This design comes from an exercise in tuning for small area and a short achievable clock period on the open sky130 flow, not from production work. The RTL was checked by simulation tests, not by an equivalence proof against the original design.

==> flow/design.v, too long to show whole: its modules and the start of the top module <==
// module ecc80_codec: 1041 lines
module ecc80_codec (
    input  wire        clk,
    input  wire        rst,
    input  wire        enc_valid_i,
    input  wire [63:0] enc_data_i,
    output reg         enc_valid_o,
    output reg  [15:0] enc_check_o,
    input  wire        dec_valid_i,
    input  wire [79:0] dec_cw_i,
    output reg         dec_valid_o,
    output reg  [63:0] dec_data_o,
    output reg  [15:0] dec_check_o,
    output reg  [1:0]  dec_err_o
);
  // ...
==> flow/flow/run.sh <==
#!/bin/bash
# The standard layout (the standard.sh), with four changes:
#  - synthesis maps the logic with flow/abc_map.script (an area-oriented ABC
#    mapping: dch, map -a, then ABC's own buffering and sizing) in place of
#    ORFS's abc_speed.script. It runs on a copy of ORFS's scripts folder in
#    which only abc_speed.script is replaced; flip-flops are mapped before ABC
#    runs, so the registers are exactly those of the standard synthesis;
#  - synthesis runs without Yosys's extract_fa (ADDER_MAP_FILE empty), so the
#    parity and GF(2^7) logic is not cut into half-adder cells before ABC;
#  - clock tree synthesis runs without dummy loads (-dont_use_dummy_load),
#    with sink clusters of at most 25 sinks and 70 um;
#  - the buffers that buffer_ports puts on every input and output port are
#    sky130_fd_sc_hd__buf_1 instead of the cell OpenROAD picks by default.
# Each make call's whole output goes to its own log in the work folder
# (synth.log, standard.log); ORFS also keeps each step's log under orfs/logs/.
set -euo pipefail
cd "$(dirname "$0")/.."
rm -rf synth_scripts
cp -r "$FLOW_HOME/scripts" synth_scripts
cp flow/abc_map.script synth_scripts/abc_speed.script
bash standard.sh "ADDER_MAP_FILE=" "SCRIPTS_DIR=$PWD/synth_scripts" synth > synth.log 2>&1
bash standard.sh "ADDER_MAP_FILE=" "BUFFER_PORTS_ARGS=-buffer_cell sky130_fd_sc_hd__buf_1" \
    "CTS_ARGS=-sink_clustering_enable -repair_clock_nets -dont_use_dummy_load -sink_clustering_size 30 -sink_clustering_max_diameter 60" finish > standard.log 2>&1
==> flow/flow/abc_map.script <==
strash
dch
map -a
topo
stime -c
buffer -c
upsize -c
dnsize -c
==> flow/standard.sh <==
#!/bin/bash
# synth_recipe.tcl (not shown) runs the flow's synth.tcl, then flattens the netlist and writes it again
# the make line also repeats each setting of config.mk as NAME=value (left out here)
make -C /OpenROAD-flow-scripts/flow DESIGN_CONFIG=/design/flow/config.mk WORK_HOME=/design/flow/orfs CLKGATE_MAP_FILE= SYNTH_SCRIPT=/design/flow/synth_recipe.tcl "${@:-finish}"
==> flow/config.mk <==
export PLATFORM = sky130hd
export DESIGN_NAME = ecc80_codec
export DESIGN_NICKNAME = ecc80_codec
export VERILOG_FILES = /design/flow/design.v
export SDC_FILE = /design/flow/constraint.sdc
export NUM_CORES = 4
export LEC_CHECK = 0
export CAP_MARGIN = 20
export CORE_MARGIN = 2
export CORE_UTILIZATION = 55
export PLACE_DENSITY = 0.7
export SLEW_MARGIN = 70
==> flow/constraint.sdc <==
create_clock -name core_clock -period 22.0 [get_ports {clk}]
set_input_delay 4.4000 -clock core_clock [delete_from_list [all_inputs] [get_ports {clk}]]
set_output_delay 4.4000 -clock core_clock [all_outputs]
set_load 0.01 [all_outputs]
==> summary.txt, run 1 <==
vias in the first global route approximately 13,000; routed length on met2 between 20,000 and 25,000 um; routing usage on met1 a little under half; multi-input combinational area share about 49%; hold path endpoint r_q2[36]; R2R setup slack approximately 17 ns; most frequent cell after synthesis dfxtp_1; outcome timing/DRC/antenna clean; Worst-path clk slew ~0.1 ns; Max clock buf depth 3; fin crit period between 5 and 6 ns; Synth Net Count 1,949; fraction of area in registers 38.6%; net count reported at finish between 2,000 and 2,500; fmax around 0.18 GHz; CP endpoint dec_check_o[0]; Reg-to-Reg End dec_data_o[59]; buffering overhead 5.05%; Hold Path Origin r_q1[36]; setup TNS 0 ns; r2r startpoint y_q2[4]; Crit path required time ~18 ns; Final period util 25.1%; Worst setup SP type register; WHS Path Cells 0; CTS buffer count 25; met1 wire length between 20,000 and 25,000 um; Top delay family on crit path flip-flops
==> run 2: changes to the inputs <==
--- a/flow/flow/run.sh
+++ b/flow/flow/run.sh
@@ -20,4 +20,4 @@
 cp flow/abc_map.script synth_scripts/abc_speed.script
 bash standard.sh "ADDER_MAP_FILE=" "SCRIPTS_DIR=$PWD/synth_scripts" synth > synth.log 2>&1
 bash standard.sh "ADDER_MAP_FILE=" "BUFFER_PORTS_ARGS=-buffer_cell sky130_fd_sc_hd__buf_1" \
-    "CTS_ARGS=-sink_clustering_enable -repair_clock_nets -dont_use_dummy_load -sink_clustering_size 30 -sink_clustering_max_diameter 60" finish > standard.log 2>&1
+    "CTS_ARGS=-sink_clustering_enable -repair_clock_nets -dont_use_dummy_load -sink_clustering_size 25 -sink_clustering_max_diameter 70" finish > standard.log 2>&1
--- a/flow/config.mk
+++ b/flow/config.mk
@@ -9,4 +9,4 @@
 export CORE_MARGIN = 2
 export CORE_UTILIZATION = 55
 export PLACE_DENSITY = 0.7
-export SLEW_MARGIN = 70
+export SLEW_MARGIN = 60
==> run 2 against run 1 <==
  * Routed wire length is 0.31% lower
  * Flip-flop and latch count stayed put
  * Sequential share of layout area is 0.76 points higher
  * Worst setup slack worse by 0.18 ns
  * Clock skew is 0.0036 ns higher
  * Synthesized cell count stayed put
  * Critical path type is now reg -> reg
  * Die area stayed put
==> summary.txt, run 2 <==
largest cells by area after synthesis dfxtp_1, xnor2_1, xor2_1, nand2_1, nor2_1; Max clock buf depth 3 (unchanged); crit path max-delay cell type dfxtp_1; PortBufs 247; via count between 10,000 and 15,000; fraction of registers with async set/reset 0%; fin crit period 5.71 ns (+0.183 ns); Overflow after GRT 0; Data arrival, critical path about 6.1 ns; core area 0.0313 mm2; Slew HR between 50% and 60%; Worst Skew approximately 0.061 ns; setup TNS 0 ns (unchanged); routed length per instance 21.4 um; fin. max-slew vios 0; later-pin clock latency in the skew report around 0.55 ns; first-pass GRT wire length ~78,000 um; fmax 0.175 GHz (-3.2%); initial antenna violation count 3; Top Ports around 250; router iterations before antenna repair 5; commonest cells after routing, fill and taps aside dfxtp_1, xor2_1, xnor2_1; setup slack at placement roughly 16 ns; outcome timing/DRC/antenna clean; CTS buffer count 25 (unchanged); Setup CP Type reg -> reg; register area share after synthesis between 40% and 50%; Final period util 25.9% (+0.83 points); Slew @ Worst Pin 0.616 ns; Initial DRC Count between 1,500 and 2,000; RSZ-0062 raised after global routing no; crit-path cells inv_1, nor2_1, xor2_1, xor2_1, or2_2, nand2_1, inv_1, nand2_1, nand2_1, inv_1, nor2_1, nand2_2, o311ai_1, a21oi_1, xor2_1, a21oi_1, o2111ai_1, o21ai_4, buf_6, nand3_1, o22ai_1, xor2_1; Top FF cell, synth dfxtp_1; Crit path required time 22.38 ns (+4.78 ns); final WL approximately 53,000 um; CTS resizes 0; Netlist cell types 62; CTS root buf clkbuf_16; hold violation total from the final report 0; Post-Syn Area per Cell 9.65 um2; cts hold-fix bufs 0; clock tree sinks 382; GP Congestion 0.966; min-delay worst type reg -> reg; worst setup margin 16.29 ns; most frequent cell after synthesis dfxtp_1; synth warn 1; H-Tree Depth 1; Top cell by count, worst path xor2_1; initial core utilization 55.5%; vias per inst between 5 and 6; synthesized flop and latch total about 380; DRC 0; die area 0.0330 mm2; Worst setup SP type register; post-synth top area share ~44%; chip height between 150 and 200 um; Area growth, synth to finish 11.8%; post-synth top area cell dfxtp_1; Synth Net Count 1,949 (unchanged); Final ANT Viol Nets 0; die width 182 um; Setup-failing EPs final 0; Placement Rows 65; Synth top cells by count dfxtp_1, xnor2_1, xor2_1; Worst-path clk slew 0.10 ns (about the same); Critical Path Fanout Max 11; setup bufs post-CTS 0; max incr delay on CP 0.45 ns; vias in the first global route 13,000 (+0.55%); Detail Placement HPWL 42,600 um; net count reported at finish 2,207 (-0.27%); GRT Resource Usage Total a little under a third; Post-synth EDFFs 0; Critical Path End Type register; CTS tree done; largest net degree at the start of global routing 29; max-cap violations 0; share of cells above drive strength 1 6.66%; cells after synthesis about 1,800; Syn Std Cell Area around 0.017 mm2; most common cell after layout, fill and taps aside dfxtp_1
run 2: cell families (layout without fill, tap and decap cells):
group | count (synthesis) | count (layout) | share of synthesized area [%]
AOI/OAI and AO/OA | 205 | 205 | 7.60
xor gates and xnor gates | 668 | 668 | 34.2
buffers and inverters | 121 | 377 | 2.83
DFF | 382 | 382 | 44.0
other | 0 | 1 | 0
and+or+nand+nor | 425 | 425 | 11.4
run 2: area by class of cell:
cell class / count / area (um2)
fill: 2743 / 11900
inverter: 101 / 390
antenna: 1 / 2.50
timing repair buffer: 251 / 961
sequential: 382 / 7650
multi-input combinational: 1298 / 9300
tap: 402 / 503
clock buffer: 25 / 626
run 2: routing by layer:
metal,up-vias,wire length (um),global-route usage [%]
li1,6271,-,-
met1,6296,22900,43.6
met2,640,23700,49.9
met3,87,4710,5.84
met4,0,1300,7.77
met5,-,0,0
run 2: final timing paths:
| check | startpoint | end | slack, ns | depth (start not counted) |
|---|---|---|---|---|
| max reg2reg | s1_q2[5] | dec_check_o[1] | 16.29 | 22 |
| min | r_q1[26] | r_q2[26] | 0.32 | 0 |
| min reg2reg | r_q1[26] | r_q2[26] | 0.32 | 0 |
| max | s1_q2[5] | dec_check_o[1] | 16.29 | 22 |
run 2: stage by stage:
| stage | hold slack [ns] | cell area, um2 | cells | util (%) |
|---|---|---|---|---|
| detailed placement | 0.312 | 18800 | 2434 | 59.9 |
| global route | 0.329 | 19400 | 2459 | 62.0 |
| CTS | 0.324 | 19400 | 2459 | 61.9 |
| floorplan | 0.310 | 17400 | 1801 | - |
| finish | 0.317 | 19400 | 2460 | 62.0 |
| global placement | 0.310 | 18700 | 2433 | 59.8 |
run 2: worst max-delay path: cells and delay by family (launching register included):
kind / cells / cell delay (ns)
simple gates: 8 / 1.82
buf+inv: 4 / 0.81
compound gates: 6 / 1.51
xor+xnor: 4 / 0.98
flops: 1 / 0.45
==> run 3: changes to the inputs <==
--- a/flow/config.mk
+++ b/flow/config.mk
@@ -9,4 +9,4 @@
 export CORE_MARGIN = 2
 export CORE_UTILIZATION = 55
 export PLACE_DENSITY = 0.7
-export SLEW_MARGIN = 60
+export SLEW_MARGIN = 78
==> run 3 against run 2 <==
  * Sequential share of layout area is 3.4 points lower
  * Hold slack lost 0.025 ns
  * Clock-buffer cell count is 1 lower
  * Synthesized cell count is the same
  * Non-clock buffer count rose by 21
  * Worst setup slack lost 0.12 ns
  * Global-route usage is 0.71 points higher
  * Critical endpoint is now dec_check_o[9]
  * Largest cell class unchanged
  * Highest routed layer unchanged
==> summary.txt, run 3 <==
synthesized flop and latch total 382 (unchanged); Area growth, synth to finish 22.4%; max incr delay on CP 0.48 ns (+0.03 ns); final WL 54,400 um (+3.5%); crit path max-delay cell type dfxtp_1; Setup-failing EPs final 0 (unchanged); CTS root buf clkbuf_16; vias in the first global route 13,400 (+2.7%); commonest cells after routing, fill and taps aside dfxtp_1, xor2_1, xnor2_1; die area 0.0330 mm2 (unchanged); Final ANT Viol Nets 0 (unchanged); Initial DRC Count 1,648 (+5.2%); setup bufs post-CTS 0 (unchanged); largest net degree at the start of global routing 29 (unchanged); Crit path required time 22.39 ns (about the same); GRT Resource Usage Total 31.9% (+0.71 points); fraction of registers with async set/reset 0% (unchanged); H-Tree Depth 1 (unchanged); via count 13,500 (+1.5%); xor and xnor area share after synthesis 34.2% (unchanged); initial core utilization 55.5% (unchanged); largest cells by area after synthesis dfxtp_1, xnor2_1, xor2_1, nand2_1, nor2_1; first-pass GRT wire length 79,400 um (+2.3%); Max clock buf depth 3 (unchanged); Hold Path Origin r_q1[54]; RSZ-0062 raised after global routing no; Data arrival, critical path 6.22 ns (+0.13 ns); DRC 0 (unchanged); core area 0.0313 mm2 (unchanged); Top Ports 248 (unchanged); min-delay worst type reg -> reg; synth warn 1 (unchanged); CTS resizes 0 (unchanged); Top FF cell, synth dfxtp_1; post-synth top area share 44.0% (unchanged); Slew @ Worst Pin 0.366 ns (-0.251 ns); outcome timing/DRC/antenna clean; net count reported at finish 2,227 (+0.91%); CTS buffer count 24 (-4.0%); worst setup margin 16.17 ns (-0.120 ns); max-cap violations 0 (unchanged); chip height 182 um (unchanged); fin. max-slew vios 0 (unchanged); Detail Placement HPWL 43,300 um (+1.6%); routed length per instance 21.9 um (+2.7%); post-synth top area cell dfxtp_1; clock tree sinks 382 (unchanged); initial antenna violation count 1 (-2); post-synthesis compound-gate area fraction 7.60% (unchanged); GP Congestion 0.966 (unchanged); vias per inst 5.44 (+0.67%); register area share after synthesis 44.0% (unchanged); fmax 0.172 GHz (-2.1%); fin crit period 5.83 ns (+0.120 ns); most frequent cell after synthesis dfxtp_1; setup TNS 0 ns (unchanged); Slew HR 75.5% (+17 points); CTS tree done; Overflow after GRT 0 (unchanged); cells after synthesis 1,801 (unchanged); crit path launch y_q2[2]; Syn Std Cell Area 0.0174 mm2 (unchanged); Post-synth EDFFs 0 (unchanged); simple-gate portion of the synthesized area 11.4% (unchanged); Final period util 26.5% (+0.55 points); Setup CP Type reg -> reg; adder-cell share of the synthesized area 0% (unchanged); combinational family with the most area after synthesis XOR/XNOR gates; setup slack at placement 16.08 ns (+0.0785 ns); Worst-path clk slew 0.09 ns (about the same); Post-Syn Area per Cell 9.65 um2 (unchanged); hold violation total from the final report 0 (unchanged); Worst Skew 0.0757 ns (+0.0150 ns); PortBufs 247 (unchanged); Critical Path Fanout Max 9 (-2); later-pin clock latency in the skew report 0.56 ns (about the same); Placement Rows 65 (unchanged); share of cells above drive strength 1 19.5% (+13 points); Worst setup SP type register; die width 182 um (unchanged); r2r startpoint y_q2[2]; Top cell by count, worst path nand2_1; Netlist cell types 62 (unchanged); proportion of synthesized area in mux cells 0% (unchanged); Synth Net Count 1,949 (unchanged); router iterations before antenna repair 5 (unchanged); most common cell after layout, fill and taps aside dfxtp_1; Synth top cells by count dfxtp_1, xnor2_1, xor2_1; cts hold-fix bufs 0 (unchanged); Critical Path End Type register
==> run 3: cell counts after synthesis <==
No cell type changed its count.
==> run 3: worst paths after layout <==
kind	endpoint	slack, ns	cells past startpoint
setup / recovery	dec_check_o[9]	16.17	28
hold / removal	r_q2[54]	0.29	0
setup reg to reg	dec_check_o[9]	16.17	28
hold reg to reg	r_q2[54]	0.29	0
==> run 3: logic make-up after synthesis <==
family / after synthesis
compound gates: 205
xor+xnor: 668
buf+inv: 121
flops: 382
simple gates: 425
==> run 3: final cells by class <==
type	instances	area (um2)
Antenna cell	1	2.50
Clock buffer	24	601
Fill cell	2452	10000
Inverter	101	397
Multi-Input combinational cell	1298	10900
Sequential cell	382	7650
Tap cell	402	503
Timing Repair Buffer	272	1160
==> run 3: critical path: cells and delay by family (launching register included) <==
kind                   cells  cell delay [ns]
buffers and inverters     10             1.96
AND/OR/NAND/NOR            8             1.34
AO/OA/AOI/OAI              7             1.31
XOR/XNOR                   3             0.63
flip-flops                 1             0.48
==> run 3: through the flow <==
step                util (%)  std cells  area [um2]  hold WS [ns]
floorplan                  -       1801       17400         0.310
global placement        59.8       2433       18700         0.310
detailed placement      64.1       2455       20100         0.312
CTS                     66.0       2479       20700         0.297
global route            67.9       2480       21300         0.304
finish                  67.9       2480       21300         0.292
==> run 3: layer usage <==
metal / global-route usage [%] / share of wire [%] / up-vias
met5: 0 / 0 / -
met4: 10.5 / 3.4 / 0
met3: 4.51 / 8.2 / 121
met2: 50.2 / 45 / 678
met1: 45.3 / 43 / 6431
li1: - / - / 6262
==> run 4: changes to the inputs <==
==> flow/flow/abc_map.script (replaced) <==
strash
dch
map -a -B 0.5
topo
stime -c
buffer -c
upsize -c
dnsize -c
--- a/flow/config.mk
+++ b/flow/config.mk
@@ -9,4 +9,4 @@
 export CORE_MARGIN = 2
 export CORE_UTILIZATION = 55
 export PLACE_DENSITY = 0.7
-export SLEW_MARGIN = 78
+export SLEW_MARGIN = 70
==> run 4 against run 3 <==
  * Still clean
  * Register-to-register slack improved by 0.16 ns
  * Die area fell by 1.4%
  * Clock skew rose by 0.0066 ns
  * Via count fell by 3.6%
  * Critical endpoint is now dec_data_o[44]
==> summary.txt, run 4 <==
vias per inst 5.41 (-0.64%); placed cells 2,381 (-3.0%); largest net degree at the start of global routing 32 (+10%); CTS tree done; Slew HR 64.9% (-11 points); hold violation total from the final report 0 (unchanged); GP Congestion 0.982 (+1.7%); net count reported at finish 2,158 (-3.1%); Initial DRC Count 1,230 (-25%); Setup-failing EPs final 0 (unchanged); vias in the first global route 12,800 (-4.8%); chip height 180 um (-0.70%); Reg-to-Reg End dec_data_o[44]; setup TNS 0 ns (unchanged); fraction of registers with async set/reset 0% (unchanged); Top Ports 248 (unchanged); commonest cells after routing, fill and taps aside dfxtp_1, xnor2_1, xor2_1; Crit path required time 22.49 ns (+0.10 ns); die width 180 um (-0.70%); Max clock buf depth 3 (unchanged); Post-synth EDFFs 0 (unchanged); final WL 51,000 um (-6.4%); Worst-path clk slew 0.10 ns (about the same); outcome timing/DRC/antenna clean; Critical Path Fanout Max 16 (+7); Critical Path End Type register; Netlist cell types 54 (-13%); fin. max-slew vios 0 (unchanged); Final ANT Viol Nets 0 (unchanged); share of cells above drive strength 1 9.06% (-10 points); router iterations before antenna repair 5 (unchanged); RSZ-0062 raised after global routing no; die area 0.0326 mm2 (-1.4%); post-synth top area cell dfxtp_1; Overflow after GRT 0 (unchanged); Setup CP Type reg -> reg; min-delay worst type reg -> reg; Area growth, synth to finish 15.2%; R2R setup slack 16.33 ns (+0.16 ns); Final period util 25.8% (-0.72 points); WHS Path Cells 0 (unchanged); DRC 0 (unchanged); post-synth top area share 44.6% (+0.63 points); Slew @ Worst Pin 0.526 ns (+0.161 ns); r2r startpoint s1_q2[6]; Post-Syn Area per Cell 9.79 um2 (+1.5%); hold path endpoint r_q2[55]; fin cells 2,406 (-3.0%); Worst setup SP type register; worst hold slack 0.278 ns (-0.0140 ns); PortBufs 247 (unchanged); first-pass GRT wire length 76,400 um (-3.8%); cts hold-fix bufs 0 (unchanged); fin crit period 5.67 ns (-0.157 ns); most common cell after layout, fill and taps aside dfxtp_1; synth warn 1 (unchanged); most frequent cell after synthesis dfxtp_1; reg2reg path depth 23 (-18%); Hold Path Origin r_q1[55]; Synth Net Count 1,897 (-2.7%); later-pin clock latency in the skew report 0.56 ns (about the same); initial antenna violation count 4 (+3); initial core utilization 56.0% (+0.50 points); register area share after synthesis 44.6% (+0.63 points); clock tree sinks 382 (unchanged); Syn Std Cell Area 0.0171 mm2 (-1.4%); cells after synthesis 1,749 (-2.9%); Synth top cells by count dfxtp_1, xnor2_1, xor2_1; Top FF cell, synth dfxtp_1; Core Util, Final 64.5% (-3.4 points); max-cap violations 0 (unchanged); via count 13,000 (-3.6%); fmax 0.176 GHz (+2.8%); Placement Rows 64 (-1.5%); CTS buffer count 23 (-4.2%); Worst Skew 0.0822 ns (+0.00658 ns); synthesized flop and latch total 382 (unchanged); setup bufs post-CTS 0 (unchanged); CTS resizes 0 (unchanged); largest cells by area after synthesis dfxtp_1, xnor2_1, xor2_1, nand2_1, o22ai_1; Data arrival, critical path 6.16 ns (-0.06 ns); core area 0.0306 mm2 (-2.3%); H-Tree Depth 1 (unchanged); GRT Resource Usage Total 30.6% (-1.3 points); Detail Placement HPWL 41,200 um (-4.9%); CTS root buf clkbuf_16; routed length per instance 21.2 um (-3.5%)
[run 4: how the worst max path moves through the flow]
stage | start | endpoint | slack [ns] | cells past startpoint
finish | s1_q2[6] | dec_data_o[44] | 16.33 | 23
global route | s1_q2[6] | dec_data_o[44] | 15.89 | 23
CTS | dec_data_o[52] | dec_data_o[52] | 16.48 | 1
detailed placement | dec_cw_i[41] | pc_q1[46] | 16.05 | 5
global placement | dec_cw_i[60] | pc_q1[0] | 16.00 | 5
floorplan | enc_data_i[9] | enc_q[29] | 16.51 | 4
[run 4: layout make-up]
type,count,area [um2]
inverters,90,344
repair buffers,257,1010
flip-flops and latches,382,7650
well taps,396,495
diodes,2,5.00
multi-input cells,1256,9660
clock buffers,23,576
fillers,2582,10900
[run 4: cells by family (layout without fill, tap and decap cells)]
logic type,count (synthesis),after routing,synth area share (%)
compound gates,212,212,7.82
xor+xnor,690,690,35.8
buf+inv,111,370,2.67
flops,382,382,44.6
other cells,0,2,0
simple gates,354,354,9.06
[run 4: routing by layer]
metal | track usage (%) | up-vias | share of wire, %
met3 | 4.08 | 92 | 8.0
met5 | 0 | - | 0
met1 | 42.6 | 6160 | 43
met4 | 8.39 | 0 | 3.1
met2 | 49.8 | 655 | 46
li1 | - | 6098 | -
[run 4: through the flow]
stage               worst slack (ns)  area (um2)
global route                   15.89       19700
detailed placement             16.05       18900
global placement               16.00       18500
floorplan                      16.51       17100
CTS                            16.48       19500
finish                         16.33       19700
[run 4: critical path, stage by stage, from the launching register on]
cell       delay (ns)
dfxtp_1          0.51
inv_1            0.11
nor2_1           0.13
xor2_1           0.25
xor2_1           0.13
or2_1            0.24
nand2_1          0.27
inv_1            0.16
nor2_1           0.32
nor2_4           0.13
inv_1            0.19
nand2_1          0.07
nand2_1          0.31
inv_1            0.29
o21ai_0          0.25
o2111ai_1        0.22
xor2_1           0.23
a21oi_1          0.16
o2111ai_1        0.19
nand2_4          0.30
nand4_1          0.35
buf_2            0.29
o22ai_1          0.34
xor2_1           0.20
==> run 5: changes to the inputs <==
==> flow/flow/abc_map.script (replaced) <==
strash
dch
map -a
topo
stime -c
buffer -c
upsize -c
dnsize -c
==> run 5 against run 4 <==
  * Global-route usage grew 0.72 points
  * Critical path depth shrank 22
  * Clock skew increased by 0.0049 ns
  * Flip-flop and latch count unchanged
  * Die area is 1.4% higher
  * Synthesized cell count increased by 3.0%
  * Via count rose by 2.4%
  * Core utilization is 1.4 points lower
  * Final area barely moved
  * Register-to-register slack gained 0.28 ns
  * Highest routed layer is now met5
==> summary.txt, run 5 <==
die area 0.0330 mm2 (+1.4%); chip height 182 um (+0.70%); Reg-to-Reg End dec_check_o[1]; r2r startpoint s1_q2[5]; Post-synth EDFFs 0 (unchanged); Slew @ Worst Pin 0.494 ns (-0.0328 ns); routed length per instance 21.4 um (+1.1%); GP Congestion 0.966 (-1.6%); Synth top cells by count dfxtp_1, xnor2_1, xor2_1; router iterations before antenna repair 6 (+1); setup bufs post-CTS 0 (unchanged); min-delay worst type reg -> reg; Critical Path End Type output port; Detail Placement HPWL 42,700 um (+3.8%); post-synth top area cell dfxtp_1; Critical Path Fanout Max 1 (-15); Syn Std Cell Area 0.0174 mm2 (+1.4%); Setup CP Type reg -> out; fin crit period 5.53 ns (-0.143 ns); CTS buffer count 22 (-4.3%); Worst setup SP type register; Area growth, synth to finish 13.6%; PortBufs 247 (unchanged); post-placement cell area 0.0190 mm2 (+0.72%); register area share after synthesis 44.0% (-0.63 points); cells after synthesis 1,801 (+3.0%); Setup-failing EPs final 0 (unchanged); Overflow after GRT 0 (unchanged); Netlist cell types 62 (+15%); Final period util 25.1% (-0.65 points); Crit path depth 1 (-96%); setup TNS 0 ns (unchanged); Worst-path clk slew 0.09 ns (about the same); post-synth top area share 44.0% (-0.63 points); GRT Resource Usage Total 31.3% (+0.72 points); final WL 52,700 um (+3.5%); Worst Skew 0.0872 ns (+0.00495 ns); vias in the first global route 12,900 (+0.80%); synthesized flop and latch total 382 (unchanged); largest cells by area after synthesis dfxtp_1, xnor2_1, xor2_1, nand2_1, nor2_1; clock tree sinks 382 (unchanged); CTS root buf clkbuf_16; diode count 0 (-2); cts hold-fix bufs 0 (unchanged); fmax 0.181 GHz (+2.6%); R2R setup slack 16.61 ns (+0.28 ns); die width 182 um (+0.70%); commonest cells after routing, fill and taps aside dfxtp_1, xor2_1, xnor2_1; crit-path cells buf_1; Placement Rows 65 (+1.6%); most frequent cell after synthesis dfxtp_1; Design Area, Final 0.0197 mm2 (about the same); Top FF cell, synth dfxtp_1; crit path max-delay cell type dfxtp_1; Slew HR 67.1% (+2.2 points); most common cell after layout, fill and taps aside dfxtp_1; outcome timing/DRC/antenna clean; initial antenna violation count 1 (-3); net count reported at finish 2,210 (+2.4%); fin. max-slew vios 0 (unchanged); CTS tree done; hold violation total from the final report 0 (unchanged); via count 13,300 (+2.4%); RSZ-0062 raised after global routing no; Synth Net Count 1,949 (+2.7%); vias per inst 5.41 (about the same); fraction of registers with async set/reset 0% (unchanged); Max clock buf depth 3 (unchanged); Final ANT Viol Nets 0 (unchanged); max-cap violations 0 (unchanged); largest net degree at the start of global routing 29 (-9.4%); share of cells above drive strength 1 9.61% (+0.55 points); crit path launch dec_check_o[5]; Top delay family on crit path flip-flops; later-pin clock latency in the skew report 0.54 ns (-0.02 ns); synth warn 1 (unchanged); Post-Syn Area per Cell 9.65 um2 (-1.5%); reg2reg path depth 25 (+8.7%); H-Tree Depth 1 (unchanged); Crit path required time 17.60 ns (-4.89 ns); DRC 0 (unchanged); Initial DRC Count 1,514 (+23%); CTS resizes 0 (unchanged); Data arrival, critical path 1.13 ns (-5.03 ns); worst path bufs/invs 1 (-4); initial core utilization 55.5% (-0.50 points); max incr delay on CP 0.41 ns (-0.10 ns); CP endpoint dec_check_o[5]; first-pass GRT wire length 78,100 um (+2.2%); core area 0.0313 mm2 (+2.4%); Top Ports 248 (unchanged)
## run 5: changes by cell type in the layout (fill, tap and decap cells not counted), sizes merged, moves of 9 or more
cell   delta
xor2      +9
inv      +10
nand2    +32
xnor2    -31
nor2     +20
o21ai    -10
or2      +10
## run 5: cell families after synthesis
| logic type | after synthesis | synth area share (%) |
|---|---|---|
| AND/OR/NAND/NOR | 425 | 11.4 |
| buffers and inverters | 121 | 2.83 |
| XOR/XNOR | 668 | 34.2 |
| flip-flops | 382 | 44.0 |
| AO/OA/AOI/OAI | 205 | 7.60 |
## run 5: how the worst min path moves through the flow
stage / from / end / slack (ns) / cells past startpoint
final: r_q1[74] / r_q2[74] / 0.32 / 0
after global routing: r_q1[74] / r_q2[74] / 0.33 / 0
after CTS: r_q1[74] / r_q2[74] / 0.32 / 0
after detailed placement: r_q1[32] / r_q2[32] / 0.31 / 0
after global placement: r_q1[78] / r_q2[78] / 0.31 / 0
after floorplan: r_q1[0] / r_q2[0] / 0.31 / 0
## run 5: metrics by stage
stage / hold slack (ns) / std cells / utilization (%) / setup WS, ns
after global placement: 0.310 / 2433 / 59.8 / 16.02
after floorplan: 0.310 / 1801 / - / 16.53
after detailed placement: 0.312 / 2438 / 60.8 / 16.02
final: 0.316 / 2462 / 63.1 / 16.47
after global routing: 0.333 / 2462 / 63.1 / 16.10
after CTS: 0.322 / 2460 / 62.6 / 16.49
## run 5: metal layers
| metal | global-route usage (%) | up-vias | part of all wire (%) |
|---|---|---|---|
| li1 | - | 6257 | - |
| met1 | 45.1 | 6302 | 44 |
| met2 | 50.6 | 671 | 45 |
| met3 | 4.03 | 80 | 8.1 |
| met4 | 6.21 | 2 | 2.1 |
| met5 | 0 | - | 0.025 |
## run 5: area by class of cell
class | instances | area [um2]
Multi-Input combinational cell | 1298 | 9650
Timing Repair Buffer | 257 | 1000
Tap cell | 402 | 503
Sequential cell | 382 | 7650
Clock buffer | 22 | 551
Fill cell | 2685 | 11600
Inverter | 101 | 393
==> run 6: changes to the inputs <==
==> flow/flow/abc_map.script (replaced) <==
strash
&get -n
&st
&dch
&nf -R 1000
&put
topo
stime -c
buffer -c
upsize -c
dnsize -c
==> run 6 against run 5 <==
  * Still clean
  * Sequential share of layout area decreased by 1.1 points
  * Core utilization grew 2.0 points
  * Worst setup slack got worse by 0.10 ns
  * Final area grew 3.1%
  * Hold slack lost 0.011 ns
==> summary.txt, run 6 <==
post-synth top area share 44.0% (about the same); Top Ports 248 (unchanged); WHS Path Cells 0 (unchanged); synthesized flop and latch total 382 (unchanged); Setup CP Type reg -> out; Initial DRC Count 1,047 (-31%); routing usage on met1 42.5% (-2.6 points); router iterations before antenna repair 5 (-1); post-synth top area cell dfxtp_1; crit path max-delay cell type dfxtp_1; worst hold slack 0.305 ns (-0.0109 ns); Worst setup SP type register; GR peak layer met2; met2 Use GR 49.9% (-0.70 points); Detail Placement HPWL 41,100 um (-3.8%); Netlist cell types 67 (+8.1%); worst setup margin 16.37 ns (-0.104 ns); die area 0.0331 mm2 (about the same); commonest cells after routing, fill and taps aside xnor2_1, dfxtp_1, buf_1; CTS buffer count 25 (+14%); Synth top cells by count xnor2_1, dfxtp_1, xor2_1; setup slack at placement 16.11 ns (+0.0922 ns); Fillers 2,553 (-4.9%); GP Congestion 0.982 (+1.7%); via count 12,900 (-2.8%); Reg-to-Reg End dec_data_o[14]; later-pin clock latency in the skew report 0.58 ns (+0.04 ns); crit-path cells buf_1; fin crit period 5.63 ns (+0.104 ns); Critical Path Fanout Max 1 (unchanged); initial antenna violation count 2 (+1); setup TNS 0 ns (unchanged); initial core utilization 55.5% (about the same); Placement Rows 65 (unchanged); Setup-failing EPs final 0 (unchanged); Worst Skew 0.0988 ns (+0.0117 ns); Slew HR 68.0% (+0.92 points); first-pass GRT wire length 76,500 um (-2.0%); most frequent cell after synthesis xnor2_1; r2r startpoint s1_q2[4]; core area 0.0313 mm2 (unchanged); share of cells above drive strength 1 12.7% (+3.1 points); Post-Syn Area per Cell 10.4 um2 (+7.8%); largest cells by area after synthesis dfxtp_1, xnor2_1, xor2_1, nand2_1, a22oi_1; M3 GR Usage 4.43% (+0.40 points); fmax 0.178 GHz (-1.8%); Final period util 25.6% (+0.47 points); outcome timing/DRC/antenna clean; DRC 0 (unchanged); Top delay family on crit path flip-flops; net count reported at finish 2,112 (-4.4%); Data arrival, critical path 1.23 ns (+0.10 ns); Syn Std Cell Area 0.0174 mm2 (about the same); CTS root buf clkbuf_16; Synth Net Count 1,821 (-6.6%); register area share after synthesis 44.0% (about the same); largest net degree at the start of global routing 31 (+6.9%); Crit path required time 17.60 ns (about the same); Slew @ Worst Pin 0.476 ns (-0.0172 ns); Worst-path clk slew 0.08 ns (about the same); setup bufs post-CTS 0 (unchanged); GRT Resource Usage Total 30.5% (-0.73 points); hold violation total from the final report 0 (unchanged); vias in the first global route 12,800 (-0.68%); Critical Path End Type output port; max incr delay on CP 0.48 ns (+0.07 ns); reg2reg path depth 23 (-8.0%); final WL 51,000 um (-3.2%); Max clock buf depth 3 (unchanged); CTS resizes 0 (unchanged); die width 182 um (about the same); worst path bufs/invs 1 (unchanged); Hold Path Origin r_q1[30]; Final ANT Viol Nets 0 (unchanged); routed length per instance 21.6 um (+0.71%); RSZ-0062 raised after global routing no; vias per inst 5.47 (+1.1%); hold path endpoint r_q2[30]; Post-synth EDFFs 0 (unchanged); cells after synthesis 1,673 (-7.1%); PortBufs 247 (unchanged); chip height 182 um (about the same); R2R setup slack 16.71 ns (+0.10 ns); Area growth, synth to finish 17.1%; max-cap violations 0 (unchanged); fin. max-slew vios 0 (unchanged); H-Tree Depth 1 (unchanged); min-delay worst type reg -> reg; most common cell after layout, fill and taps aside xnor2_1; clock tree sinks 382 (unchanged); fraction of registers with async set/reset 0% (unchanged); Overflow after GRT 0 (unchanged); cts hold-fix bufs 0 (unchanged); Top FF cell, synth dfxtp_1; CTS tree done; synth warn 1 (unchanged)
==> run 6: cell count changes in the layout (fill, tap and decap cells not counted), moves of 64 or more <==
cell and delta:
xnor2_1 +145, xor2_1 -145, nor2_1 -77, o22ai_1 -69, inv_1 -66, a22oi_1 +64
==> run 6: worst max-delay path by stage <==
stage	startpoint	end	slack [ns]	cells past startpoint
2_1_floorplan	enc_data_i[5]	enc_q[43]	16.55	4
3_3_place_gp	dec_cw_i[77]	pc_q1[11]	15.90	5
3_5_place_dp	dec_cw_i[42]	pc_q1[7]	16.11	5
4_1_cts	dec_check_o[1]	dec_check_o[1]	16.36	1
5_1_grt	dec_data_o[55]	dec_data_o[55]	16.37	1
6_report	dec_data_o[55]	dec_data_o[55]	16.37	1
==> run 6: final cells by class <==
class / instances / area, um2 / area share, %
antenna: 2 / 5.00 / 0.0246
timing repair buffer: 300 / 1310 / 6.43
inverter: 13 / 52.6 / 0.258
multi-input combinational: 1242 / 10200 / 50.2
tap: 402 / 503 / 2.47
clock buffer: 25 / 626 / 3.07
sequential: 382 / 7650 / 37.6
==> run 6: kinds of logic (layout without fill, tap and decap cells) <==
logic type / after synthesis / after routing / synth area share (%)
other: 0 / 2 / 0
buffers and inverters: 49 / 338 / 1.42
flip-flops: 382 / 382 / 44.0
AO/OA/AOI/OAI: 220 / 220 / 9.15
AND/OR/NAND/NOR: 318 / 318 / 8.68
XOR/XNOR: 704 / 704 / 36.8
==> run 6: layer usage <==
metal | wire length, um | up-vias
met2 | 23200 | 627
met4 | 1650 | 0
met1 | 22100 | 6165
li1 | - | 6026
met5 | 0 | -
met3 | 4090 | 117
==> run 6: metrics by stage <==
step	utilization [%]	instances	instance area [um2]
final	65.0	2366	20400
after global routing	65.0	2365	20400
after CTS	64.2	2360	20100
after detailed placement	62.2	2335	19500
after global placement	59.8	2299	18700
after floorplan	-	1673	17400
==> run 7: changes to the inputs <==
==> flow/flow/abc_map.script (replaced) <==
strash
dch
map -a
topo
stime -c
buffer -c
upsize -c
dnsize -c
--- a/flow/config.mk
+++ b/flow/config.mk
@@ -7,6 +7,6 @@
 export LEC_CHECK = 0
 export CAP_MARGIN = 20
 export CORE_MARGIN = 2
-export CORE_UTILIZATION = 55
-export PLACE_DENSITY = 0.7
+export CORE_UTILIZATION = 50
+export PLACE_DENSITY = 0.65
 export SLEW_MARGIN = 70
==> run 7 against run 6 <==
  * Fmax up 1.0%
  * Still clean
  * Core utilization down 7.2 points
  * Global-route usage down 2.3 points
  * Highest routed layer unchanged
==> summary.txt, run 7 <==
Slew @ Worst Pin 0.497 ns (+0.0208 ns); PortBufs 247 (unchanged); Synth Net Count 1,949 (+7.0%); min-delay worst type reg -> reg; fin crit period 5.57 ns (-0.0578 ns); Detail Placement HPWL 42,500 um (+3.5%); max-cap violations 0 (unchanged); Final ANT Viol Nets 0 (unchanged); routed length per instance 20.8 um (-3.5%); vias per inst 5.24 (-4.1%); crit path max-delay cell type dfxtp_1; CTS tree done; Top delay family on crit path flip-flops; final WL 52,500 um (+2.8%); outcome timing/DRC/antenna clean; Top FF cell, synth dfxtp_1; commonest cells after routing, fill and taps aside dfxtp_1, xor2_1, xnor2_1; most frequent cell after synthesis dfxtp_1; Top Ports 248 (unchanged); max incr delay on CP 0.41 ns (-0.07 ns); Final period util 25.3% (-0.26 points); Slew HR 66.9% (-1.2 points); later-pin clock latency in the skew report 0.59 ns (about the same); GP Congestion 0.972 (-1.0%); die area 0.0363 mm2 (+9.7%); core area 0.0344 mm2 (+9.8%); chip height 190 um (+4.7%); Design Area, Final 0.0199 mm2 (-2.3%); fin. max-slew vios 0 (unchanged); RSZ-0062 raised after global routing no; Synth top cells by count dfxtp_1, xnor2_1, xor2_1; synth warn 1 (unchanged); area of the multi-input gates 0.00962 mm2 (-5.8%); xor and xnor area share after synthesis 34.2% (-2.6 points); synthesized flop and latch total 382 (unchanged); Netlist cell types 62 (-7.5%); fin cells 2,520 (+6.5%); largest net degree at the start of global routing 29 (-6.5%); combinational family with the most area after synthesis XOR/XNOR gates; H-Tree Depth 1 (unchanged); Worst-path clk slew 0.09 ns (about the same); initial antenna violation count 1 (-1); Data arrival, critical path 1.17 ns (-0.06 ns); vias in the first global route 12,500 (-2.4%); post-synthesis compound-gate area fraction 7.60% (-1.6 points); CTS resizes 0 (unchanged); Overflow after GRT 0 (unchanged); Syn Std Cell Area 0.0174 mm2 (about the same); Setup-failing EPs final 0 (unchanged); via count 13,200 (+2.2%); Max clock buf depth 3 (unchanged); CTS root buf clkbuf_16; cts hold-fix bufs 0 (unchanged); Post-Syn Area per Cell 9.65 um2 (-7.2%); GRT Resource Usage Total 28.2% (-2.3 points); post-synth top area cell dfxtp_1; Critical Path Fanout Max 1 (unchanged); Crit path required time 17.60 ns (about the same); Initial DRC Count 1,590 (+52%); crit-path cells buf_1; Post-synth EDFFs 0 (unchanged); placed cells 2,488 (+6.6%); setup bufs post-CTS 0 (unchanged); fmax 0.179 GHz (+1.0%); Setup CP Type reg -> out; die width 190 um (+4.7%); worst path bufs/invs 1 (unchanged); cells after synthesis 1,801 (+7.7%); Critical Path End Type output port; register area share after synthesis 44.0% (about the same); simple-gate portion of the synthesized area 11.4% (+2.7 points); Fillers 3,086 (+21%); DRC 0 (unchanged); most common cell after layout, fill and taps aside dfxtp_1; Worst Skew 0.124 ns (+0.0254 ns); router iterations before antenna repair 6 (+1); post-synth top area share 44.0% (about the same); fraction of registers with async set/reset 0% (unchanged); CTS buffer count 26 (+4.0%); share of cells above drive strength 1 9.36% (-3.4 points); proportion of synthesized area in mux cells 0% (unchanged); adder-cell share of the synthesized area 0% (unchanged); setup TNS 0 ns (unchanged); clock tree sinks 382 (unchanged); post-placement cell area 0.0190 mm2 (-2.3%); Worst setup SP type register; Area growth, synth to finish 14.5%; net count reported at finish 2,213 (+4.8%); largest cells by area after synthesis dfxtp_1, xnor2_1, xor2_1, nand2_1, nor2_1; initial core utilization 50.5% (-5.0 points); hold violation total from the final report 0 (unchanged); register area 0.00765 mm2 (about the same); Placement Rows 68 (+4.6%); first-pass GRT wire length 76,400 um (-0.20%)
==> run 7: final timing paths <==
check                                    start             end  slack, ns  cells past startpoint
worst max register to register         y_q2[3]  dec_data_o[23]      16.56                     22
worst min-delay path                  r_q1[66]        r_q2[66]       0.22                      0
worst max-delay path            dec_data_o[45]  dec_data_o[45]      16.43                      1
worst min register to register        r_q1[66]        r_q2[66]       0.22                      0
==> run 7: layout make-up <==
class	count	area share, %
clock buffers	26	3.27
well taps	455	2.86
repair buffers	256	5.04
multi-input cells	1298	48.4
flip-flops and latches	382	38.4
diodes	2	0.0252
inverters	101	1.99
==> run 7: logic make-up after synthesis <==
kind of cell | after synthesis
xor+xnor | 668
flops | 382
buf+inv | 121
simple gates | 425
compound gates | 205
==> run 7: metrics by stage <==
stage          worst slack, ns  hold slack (ns)  util [%]
2_1_floorplan            16.53            0.310         -
3_3_place_gp             16.06            0.311      54.6
3_5_place_dp             16.12            0.312      55.4
4_1_cts                  16.43            0.218      57.3
5_1_grt                  16.02            0.220      57.9
6_report                 16.43            0.218      57.9
==> run 7: layer usage <==
| layer | track usage [%] | wire length (um) | vias up |
|---|---|---|---|
| li1 | - | - | 6278 |
| met1 | 41.4 | 23600 | 6188 |
| met2 | 44.0 | 23200 | 653 |
| met3 | 3.50 | 4360 | 98 |
| met4 | 6.77 | 1290 | 0 |
| met5 | 0 | 0 | - |

separate check: timing with driven ports:
The results above use ideal ports. As a check the final layouts listed here were re-extracted and re-timed, cells and wires unchanged. Step 1 assumes that a clkbuf_16 drives the clock port and a buf_2 every other input. Step 2 also shifts input and output timing later by t, the mid clock arrival at the registers, as if the neighbouring blocks saw the same clock. Slacks: ideal / step 1 / step 2; pairs: ideal / step 1.
| run | shift t [ns] | setup slack, ns | hold slack, ns | worst setup path after step 2 | clock arrival spread, ns |
|---|---|---|---|---|---|
| run 1 | 0.583 | 16.477 / 16.423 / 16.028 | 0.284 / 0.284 / 0.284 | input to register | 0.058 / 0.058 |
| run 2 | 0.583 | 16.294 / 16.294 / 15.903 | 0.317 / 0.317 / 0.317 | input to register | 0.073 / 0.073 |
| run 3 | 0.579 | 16.173 / 16.173 / 16.021 | 0.292 / 0.292 / 0.292 | input to register | 0.084 / 0.084 |
| run 4 | 0.576 | 16.331 / 16.331 / 16.063 | 0.278 / 0.278 / 0.278 | input to register | 0.086 / 0.086 |
| run 5 | 0.556 | 16.474 / 16.421 / 16.074 | 0.316 / 0.316 / 0.316 | input to register | 0.102 / 0.102 |
| run 6 | 0.574 | 16.370 / 16.317 / 16.016 | 0.305 / 0.305 / 0.305 | input to register | 0.120 / 0.121 |
| run 7 | 0.589 | 16.427 / 16.373 / 16.054 | 0.218 / 0.218 / 0.218 | input to register | 0.129 / 0.129 |
After both steps setup and hold are still met in every run listed. The setup slack of run 1, which loses most, moves by -0.054 ns with the drivers and by -0.449 ns with both steps.
